What follows belongs to an exercise in optimizing a design on an open flow for small area, a short achievable clock period and few clock cycles per item; a production flow would make more cautious choices.

==> run D <==
Design prl_tag_engine, start of the top module:
module prl_tag_engine (
    input  wire         clk,
    input  wire         rst,           
    input  wire         cmd_valid,
    output wire         cmd_ready,
    input  wire [1:0]   cmd_op,        
    input  wire [1:0]   cmd_ksel,      
    input  wire [255:0] cmd_key,       
    input  wire [47:0]  cmd_frame,     
    input  wire [4:0]   cmd_pair,
    input  wire [7:0]   cmd_place,
    input  wire [7:0]   cmd_where,
    input  wire [3:0]   cmd_elem,
    input  wire [11:0]  cmd_obj,
    input  wire [2:0]   cmd_kind,
    input  wire [7:0]   cmd_state,
    output wire         tag_valid,
    input  wire         tag_ready,
    output wire [63:0]  tag,
    output wire         key_a_present,
    output wire         key_b_present
);
    localparam [1:0] OP_TAG   = 2'd0;
    localparam [1:0] OP_LOAD  = 2'd1;
    localparam [1:0] OP_CLEAR = 2'd2;
    localparam integer RUN = 10, PL = 9, SB = 8, OK = 7, PK = 6;
    localparam integer CW = 11;
    reg [255:0] key_a, key_b;
    reg [127:0] l_a, l_b;
    reg         key_a_ok, key_b_ok;
    reg         crdy;          
    reg [1:0]   op_q;          
    reg [1:0]   ksel_q;
    reg [CW-1:0] c_a1, c_a2, c_b1, c_b2;
    reg [127:0] st_a, st_b;
    reg [255:0] kst_a, kst_b;
    reg [239:0] mid_a, mid_b;
    reg [127:0] krk_a, krk_b;
    reg [127:0] kp_a, kp_b;
    reg [59:0]  kmid_a, kmid_b;
    reg         ld;            
    reg         sel;           
    reg         lpend;         
    reg         lpb;
    reg         lst;           
    reg         dl;            
    reg         park_in;       
    reg         park_on;       
    reg [7:0]   rcon;          
    reg [62:0]  t_q;           
    reg [62:0]  t_r;           
    reg         t_v;
    reg [2:0]   nsq;           
    reg [2:0]   hsq;           
    wire fire    = crdy && cmd_valid;
    wire do_tag  = fire && op_q == OP_TAG;
    wire do_load = fire && op_q == OP_LOAD && !ksel_q[1];
  ...
export LEC_CHECK = 0
export CAP_MARGIN = 20
export CORE_MARGIN = 2
export CORE_UTILIZATION = 25
export CTS_CLUSTER_DIAMETER = 100
export CTS_CLUSTER_SIZE = 20
export PLACE_DENSITY = 0.45
export SETUP_SLACK_MARGIN = 4.9
export SLEW_MARGIN = 20
create_clock -name core_clock -period 8.0 [get_ports {clk}]
standard.sh (not shown) runs the stock make flow with config.mk's settings and CLKGATE_MAP_FILE= SYNTH_SCRIPT=/design/flow/synth_recipe.tcl, a recipe that flattens the netlist after the stock synthesis.
==> flow/flow/run.sh <==
#!/bin/bash
set -euo pipefail
bash standard.sh "BUFFER_PORTS_ARGS=-buffer_cell sky130_fd_sc_hd__buf_1" finish > flow_make.log 2>&1
==> run H: changes against run D <==
--- a/flow/design.v
+++ b/flow/design.v
@@ -306,19 +306,16 @@
     reg [127:0] kp_a, kp_b;
     reg [59:0]  kmid_a, kmid_b;
     reg         ld;            
     reg         sel;           
     reg         lpend;         
     reg         lpb;
     reg         lst;           
     reg         dl;            
-    reg         park_in;       
-    reg         park_on;       
-    reg [7:0]   rcon;          
     reg [62:0]  t_q;           
     reg [62:0]  t_r;           
     reg         t_v;
     reg [2:0]   nsq;           
     reg [2:0]   hsq;           
     wire fire    = crdy && cmd_valid;
     wire do_tag  = fire && op_q == OP_TAG;
     wire do_load = fire && op_q == OP_LOAD && !ksel_q[1];
@@ -326,18 +323,33 @@
     wire do_clr  = fire && op_q == OP_CLEAR;
     wire m_last  = c_b2[RUN] && c_b2[2:0] == 3'd7;
     wire l_wr    = m_last &&  c_b2[PL];
     wire pop     = t_v && tag_ready;
     function has_tag;
         input [CW-1:0] c;
         has_tag = (c[RUN] && c[2:0] == 3'd7 && !c[PL]) || c[PK];
     endfunction
+    wire park_in  = has_tag(c_b2) && !c_b2[PK] && !dl;    
+    wire park_on  = c_b2[PK] && !dl;                      
     wire [239:0] mid_a_n;
     aes_round_a u_ra1 (.state_in(st_a), .mid(mid_a_n));
+    reg [7:0] rcon;
+    always @(*) begin
+        case (c_a1[2:0])
+            3'd1:    rcon = 8'h01;
+            3'd2:    rcon = 8'h02;
+            3'd3:    rcon = 8'h04;
+            3'd4:    rcon = 8'h08;
+            3'd5:    rcon = 8'h10;
+            3'd6:    rcon = 8'h20;
+            3'd7:    rcon = 8'h40;
+            default: rcon = 8'h00;
+        endcase
+    end
     wire [127:0] kp_a_n;
     wire [59:0]  kmid_a_n;
     aes256_key_step_a u_ka1 (
         .prev     (kst_a[255:128]),
         .last     (kst_a[127:0]),
         .rot_step (1'b1),
         .rcon     (rcon),
         .p        (kp_a_n),
@@ -410,31 +422,16 @@
         else if (c_b2[RUN] && !m_last)
             c_a1_n = {c_b2[CW-1:3], c_b2[2:0] + 3'd1};
         else
             c_a1_n = {CW{1'b0}};
     end
     wire       t_v_n = dl || (t_v && !tag_ready);
     wire [2:0] hsq_n = hsq + {2'b00, dl};
     wire dl_n   = has_tag(c_b1) && c_b1[5:3] == hsq_n && !t_v_n;
-    wire park_in_n = has_tag(c_b1) && !c_b1[PK] && !dl_n;
-    wire park_on_n = c_b1[PK] && !dl_n;
-    reg [7:0] rcon_n;
-    always @(*) begin
-        case (c_a1_n[2:0])
-            3'd1:    rcon_n = 8'h01;
-            3'd2:    rcon_n = 8'h02;
-            3'd3:    rcon_n = 8'h04;
-            3'd4:    rcon_n = 8'h08;
-            3'd5:    rcon_n = 8'h10;
-            3'd6:    rcon_n = 8'h20;
-            3'd7:    rcon_n = 8'h40;
-            default: rcon_n = 8'h00;
-        endcase
-    end
     wire free_n  = (!c_b1[RUN] && !c_b1[PK]) || dl_n;
     wire ld_n    = free_n;
     wire lpend_n = (lpend && !lst) || do_load;
     wire lpb_n   = do_load ? ksel_q[0] : lpb;
     wire lst_n   = lpend_n && free_n;
     function lbusy;
         input [CW-1:0] c;
         input       s;
@@ -480,35 +477,29 @@
             c_a1     <= {CW{1'b0}};
             c_a2     <= {CW{1'b0}};
             c_b1     <= {CW{1'b0}};
             c_b2     <= {CW{1'b0}};
             ld       <= 1'b1;
             lpend    <= 1'b0;
             lst      <= 1'b0;
             dl       <= 1'b0;
-            park_in  <= 1'b0;
-            park_on  <= 1'b0;
-            rcon     <= 8'h00;
             t_v      <= 1'b0;
             nsq      <= 3'd0;
             hsq      <= 3'd0;
         end else begin
             crdy  <= cmd_valid && !fire && free_n && !lst_n && !lconf;
             lpend <= lpend_n;
             lst   <= lst_n;
             c_a1  <= c_a1_n;
             c_a2  <= c_a1;
             c_b1  <= c_a2;
             c_b2  <= c_b1;
             ld    <= ld_n;
             dl    <= dl_n;
-            park_in <= park_in_n;
-            park_on <= park_on_n;
-            rcon  <= rcon_n;
             t_v   <= t_v_n;
             hsq   <= hsq_n;
             if (do_tag) nsq <= nsq + 3'd1;
             if (do_load && !ksel_q[0]) key_a_ok <= 1'b1;
             if (do_load &&  ksel_q[0]) key_b_ok <= 1'b1;
             if (do_clr) begin
                 key_a_ok <= 1'b0;
                 key_b_ok <= 1'b0;
==> flow/flow/run.sh (replaced) <==
#!/bin/bash
set -euo pipefail
bash standard.sh "BUFFER_PORTS_ARGS=-buffer_cell sky130_fd_sc_hd__buf_1" "RECOVER_POWER=100" finish > flow_make.log 2>&1
- SETUP_SLACK_MARGIN: 4.9 -> 4.8
==> qor summary <==
Status: run D timing/DRC/antenna clean; run H complete, but fails checks
Reasons for failing layout checks: run D -; run H max-capacitance violations, max-slew violations
WP data required: run D 8850 ps; run H 8870 ps
Area share of and/or/nand/nor cells after synthesis: run D 0.0882; run H 0.0807
NumNets Final: run D 16427; run H 15209
Placement Cell Area: run D 0.163 mm2; run H 0.157 mm2
Clock latency reported for the late side of the worst-skew pair: run D 980 ps; run H 1000 ps
Number of multi-input combinational cells: run D 11254; run H 10370
# rows: run D 287; run H 281
Die Ht: run D 787 um; run H 770 um
Number of non-clock inverters in the layout: run D 456; run H 415
ClkCell Share: run D 0.0275; run H 0.0316
Post-synthesis cell area: run D 0.153 mm2; run H 0.147 mm2
Instance count of the mapped netlist: run D 15411; run H 14323
Overall die area: run D 0.619 mm2; run H 0.594 mm2
XOR/XNOR share of the synthesized area: run D 0.309; run H 0.320
Post-layout min period: run D 3220 ps; run H 5550 ps
Met3 GRT Util: run D 0.0220; run H 0.0233
Number of global-route vias before repair: run D 101406; run H 94205
Source of the worst hold timing path: run D kst_a[108]; run H kst_b[67]
Count of buffers added by post-CTS timing repair for setup: run D 280; run H 148
Period utilisation layout: run D 0.403; run H 0.693
Worst Setup SP: run D sel; run H ld
Gates resized, CTS repair: run D 1749; run H 959
No functional check of the RTL was part of any run of this note.

---

==> job 1350 <==
Another version of the RTL of prl_tag_engine (not shown whole).
Settings: LEC_CHECK=0, CAP_MARGIN=20, CORE_MARGIN=2, CORE_UTILIZATION=25, PLACE_DENSITY=0.45, SETUP_SLACK_MARGIN=5, SLEW_MARGIN=20; clock period 8.0 ns.
run.sh (not shown) runs the stock make flow with config.mk's settings and CLKGATE_MAP_FILE= SYNTH_SCRIPT=/design/flow/synth_recipe.tcl, a recipe that flattens the netlist after the stock synthesis.
Stock flow here: none of the scripts above is used.
==> inputs of job 9585, as changes to job 1350 <==
--- a/flow/design.v
+++ b/flow/design.v
@@ -299,16 +299,17 @@
     reg [8:0]   c_st, c_mid;
     reg [127:0] st;            
     reg [255:0] kst;           
     reg [239:0] mid;           
     reg [127:0] k_rk;          
     reg [127:0] k_p;           
     reg [59:0]  k_mid;         
     reg         ld;            
+    reg         sel;           
     reg [62:0]  e0, e1, e2;    
     reg         v0, v1, v2;
     wire fire    = crdy && cmd_valid;
     wire do_tag  = fire && op_q == OP_TAG;
     wire do_load = fire && op_q == OP_LOAD && !ksel_q[1];
     wire do_clr  = fire && op_q == OP_CLEAR;
     wire m_last  = c_mid[RUN] && c_mid[3:0] == 4'd14;
     wire push    = m_last && !c_mid[PL];
@@ -334,28 +335,28 @@
     aes256_key_step_a u_key_a (
         .prev     (kst[255:128]),
         .last     (kst[127:0]),
         .rot_step (c_st[0]),
         .rcon     (rcon),
         .p        (k_p_n),
         .mid      (k_mid_n)
     );
-    wire         sel      = c_mid[LP] ? c_mid[SB] : ksel_q[0];
     wire [255:0] slot_key = sel ? key_b : key_a;
     wire [127:0] slot_l   = sel ? l_b : l_a;
     wire [127:0] cmd_msg = {cmd_frame, 3'b000, cmd_pair, cmd_place, cmd_where,
                             4'h0, cmd_elem, 4'h0, cmd_obj, 5'b00000, cmd_kind,
                             cmd_state, 16'h0000};
-    wire [127:0] k1   = {slot_l[126:0], 1'b0} ^ (slot_l[127] ? 128'h87 : 128'h0);
-    wire [127:0] init = ((cmd_msg ^ k1) & {128{~c_mid[LP]}}) ^ slot_key[255:128];
+    wire [127:0] k1      = {slot_l[126:0], 1'b0} ^ (slot_l[127] ? 128'h87 : 128'h0);
+    wire [127:0] msg_k1  = (cmd_msg ^ k1) & {128{ld && !c_mid[LP]}};
+    wire [127:0] kst_hi_n = ld ? slot_key[255:128] : k_rk;
     wire [127:0] round_out, sub_out;
     aes_round_b u_round_b (
         .mid       (mid),
-        .add_in    (ld ? init : k_rk),
+        .add_in    (kst_hi_n ^ msg_k1),
         .keep      (!ld),
         .state_out (round_out),
         .sub_out   (sub_out)
     );
     wire [127:0] fin = sub_out ^ k_rk;
     wire [61:0]  mac = fin[127:66];
     wire [127:0] next_rk;
     aes256_key_step_b u_key_b (
@@ -401,22 +402,23 @@
     wire        v2_n = a2v || (a1v && push);
     wire [2:0] outst = {2'b00, v0_n} + {2'b00, v1_n} + {2'b00, v2_n} +
                        {2'b00, c_st[RUN] && !c_st[PL]} +
                        {2'b00, c_st_n[RUN] && !c_st_n[PL]};
     wire room_n = outst <= 3'd2;
     always @(posedge clk) begin
         op_q   <= cmd_op;
         ksel_q <= cmd_ksel;
+        sel    <= c_st[LP] ? c_st[SB] : cmd_ksel[0];
         mid   <= mid_n;
         k_rk  <= kst[127:0];
         k_p   <= k_p_n;
         k_mid <= k_mid_n;
         st    <= round_out;
-        kst   <= {ld ? slot_key[255:128] : k_rk, next_rk};
+        kst   <= {kst_hi_n, next_rk};
         if (do_load && !ksel_q[0]) key_a <= cmd_key;
         if (do_load &&  ksel_q[0]) key_b <= cmd_key;
         if (l_wr && !c_mid[SB]) l_a <= fin;
         if (l_wr &&  c_mid[SB]) l_b <= fin;
         if (!a0v && push) e0 <= qin; else e0 <= a0e;
         if (!a1v && a0v && push) e1 <= qin; else e1 <= a1e;
         if (!a2v && a1v && push) e2 <= qin;
         if (rst) begin
==> flow/config.mk (replaced) <==
export PLATFORM = sky130hd
export DESIGN_NAME = prl_tag_engine
export DESIGN_NICKNAME = prl_tag_engine
export VERILOG_FILES = /design/flow/design.v
export SDC_FILE = /design/flow/constraint.sdc
export NUM_CORES = 8
export LEC_CHECK = 0
export CAP_MARGIN = 20
export CORE_MARGIN = 2
export CORE_UTILIZATION = 25
export CTS_CLUSTER_DIAMETER = 100
export CTS_CLUSTER_SIZE = 20
export PLACE_DENSITY = 0.45
export SETUP_SLACK_MARGIN = 4.7
export SLEW_MARGIN = 20
==> run summary <==
Post-synthesis cell area: 0.0980 mm^2
Antenna violations before repair: 29
Dpl ws: 3110 ps
Final WS setup: 4820 ps
Compound-Gate Fraction of Synth Area: 0.0818
Worst-margin pin slew: 1080 ps
Worst Path Max Fanout: 1
Outcome: finished clean
Cells on worst reg2reg path: 13
(the above is from job 1350)
==> run summary <==
Tap cells: 5197
Routability cong.: 0.894
Outcome: finished clean
Worst Path Max Fanout: 10
Critical path, cell by cell: mux2_2 > a21oi_1 > xnor3_2 > xor2_1 > xnor2_1 > buf_4 > xnor2_4 > xnor3_1 > o22ai_1 > xor2_1
Dpl ws: 3180 ps
Antenna violations before repair: 19
Yosys warns: 2
Post-synthesis cell area: 0.0978 mm^2
Sequential cell area share: 0.414
Cells on worst reg2reg path: 10
IO Port Bufs: 426
Top cell type's share of synthesized area: 0.294
FFs & Latches: 1927
(the above is from job 9585)
No run of this note included a check of the RTL's function; only the layout flow was run.

---

==> xenon: inputs <==
prl_tag_engine, a different RTL version from the one above (not shown whole).
export LEC_CHECK = 0
export CAP_MARGIN = 20
export CORE_MARGIN = 2
export CORE_UTILIZATION = 40
export CTS_CLUSTER_DIAMETER = 100
export CTS_CLUSTER_SIZE = 20
export PLACE_DENSITY = 0.6
export SETUP_SLACK_MARGIN = 4.9
export SLEW_MARGIN = 20
export SYNTH_HIERARCHICAL = 1
create_clock -name core_clock -period 8.0 [get_ports {clk}]
standard.sh (not shown) runs the stock make flow with config.mk's settings and CLKGATE_MAP_FILE= SYNTH_SCRIPT=/design/flow/synth_recipe.tcl, a recipe that flattens the netlist after the stock synthesis.
==> flow/flow/run.sh <==
#!/bin/bash
set -euo pipefail
bash standard.sh "BUFFER_PORTS_ARGS=-buffer_cell sky130_fd_sc_hd__buf_1" finish > flow_make.log 2>&1
==> fjord: changes against xenon <==
--- a/flow/design.v
+++ b/flow/design.v
@@ -536,17 +536,16 @@
     reg         crdy;          
     reg         tgt;           
     reg [1:0]   op_q;          
     reg [1:0]   ksel_q;
     reg         sel;           
     reg         lpend;         
     reg         lpb;
     reg [62:0]  t_q;           
-    reg [62:0]  t_r;           
     reg         t_v;
     reg [3:0]   nsq;           
     reg [3:0]   hsq;           
     wire fire    = crdy && cmd_valid;
     wire do_tag  = fire && op_q == OP_TAG;
     wire do_load = fire && op_q == OP_LOAD && !ksel_q[1];
     wire key_wr  = crdy && op_q == OP_LOAD && !ksel_q[1];
     wire do_clr  = fire && op_q == OP_CLEAR;
@@ -732,18 +731,17 @@
         kp_b_1   <= kp_b_n_1;
         kmid_b_1 <= kmid_b_n_1;
         st_a_1   <= st_a_n_1;
         kst_a_1  <= kst_a_n_1;
         if (key_wr && !ksel_q[0]) key_a <= cmd_key;
         if (key_wr &&  ksel_q[0]) key_b <= cmd_key;
         if ((l_wr_0 && !c_b2_0[SB]) || (l_wr_1 && !c_b2_1[SB])) l_a <= l_wr_0 ? fin_0 : fin_1;
         if ((l_wr_0 &&  c_b2_0[SB]) || (l_wr_1 &&  c_b2_1[SB])) l_b <= l_wr_0 ? fin_0 : fin_1;
-        t_q <= dl_any ? (dl_0 ? tin_0 : tin_1) : t_r;
-        t_r <= dl_any ? (dl_0 ? tin_0 : tin_1) : t_q;
+        if (dl_any) t_q <= dl_0 ? tin_0 : tin_1;
         if (rst) begin
             crdy     <= 1'b0;
             key_a_ok <= 1'b0;
             key_b_ok <= 1'b0;
             lpend    <= 1'b0;
             t_v      <= 1'b0;
             nsq      <= 4'd0;
             hsq      <= 4'd0;
==> run summary <==
* Status: finished clean
* Rows at between 200 and 300
* Logic inverters at 65
* Die area at about 0.62 mm2
* GRT Util Overall at 0.3157
* Resize count post-CTS at 2251
* Tap cell count at 8120
-- figures above: xenon

==> run summary <==
* Sinks on Clock Net at 4653
* CP arrival at 2.15 ns
* Status: finished clean
* Logic inverters at 66
* Tap cell count at 8092
* Hold path depth at 0
* CLK BUF at 400
* Clk_skew at 0.07537 ns
* Most frequent cells in the layout: 7139 x xor2_1, 3280 x dfxtp_1, 2663 x nand2_1
* Syn avg cell area at approximately 11 um2
* Ys Warns at 9
* Critical path required time at 6.40 ns
-- figures above: fjord

No functional check of the RTL was part of any run of this note.

re-timing with driven ports:
How much do the figures lean on ideal ports? The routed layouts below were timed once more, with nothing changed but the port constraints.
Step 1 assumes that a clkbuf_16 drives the clock port and a buf_2 every other input.
Step 2 times the ports against the registers' clock, not the clock port: input delays grow and output delays shrink by t, the midpoint of the rising clock arrivals with the driver on.
Slacks: no drivers / after step 1 / after step 2; pairs: no drivers / after step 1.
| run | t (ns) | setup slack, ns | worst hold slack (ns) |
|---|---|---|---|
| run D | 1.065 | 4.776 / 4.703 / 4.144 | 0.301 / 0.301 / 0.301 |
| run H | 1.088 | 2.454 / 2.454 / 2.454 | 0.293 / 0.293 / 0.293 |
| job 1350 | 1.010 | 4.820 / 4.718 / 4.040 | 0.315 / 0.315 / 0.315 |
| job 9585 | 0.916 | 4.739 / 4.690 / 3.962 | 0.281 / 0.281 / 0.281 |
| xenon | 1.192 | 4.555 / 4.443 / 4.055 | 0.248 / 0.248 / 0.248 |
| fjord | 1.136 | 4.255 / 4.130 / 4.053 | 0.309 / 0.309 / 0.309 |
The setup slack of job 1350, which loses most, moves by -0.102 ns with the drivers and by -0.780 ns with both steps.
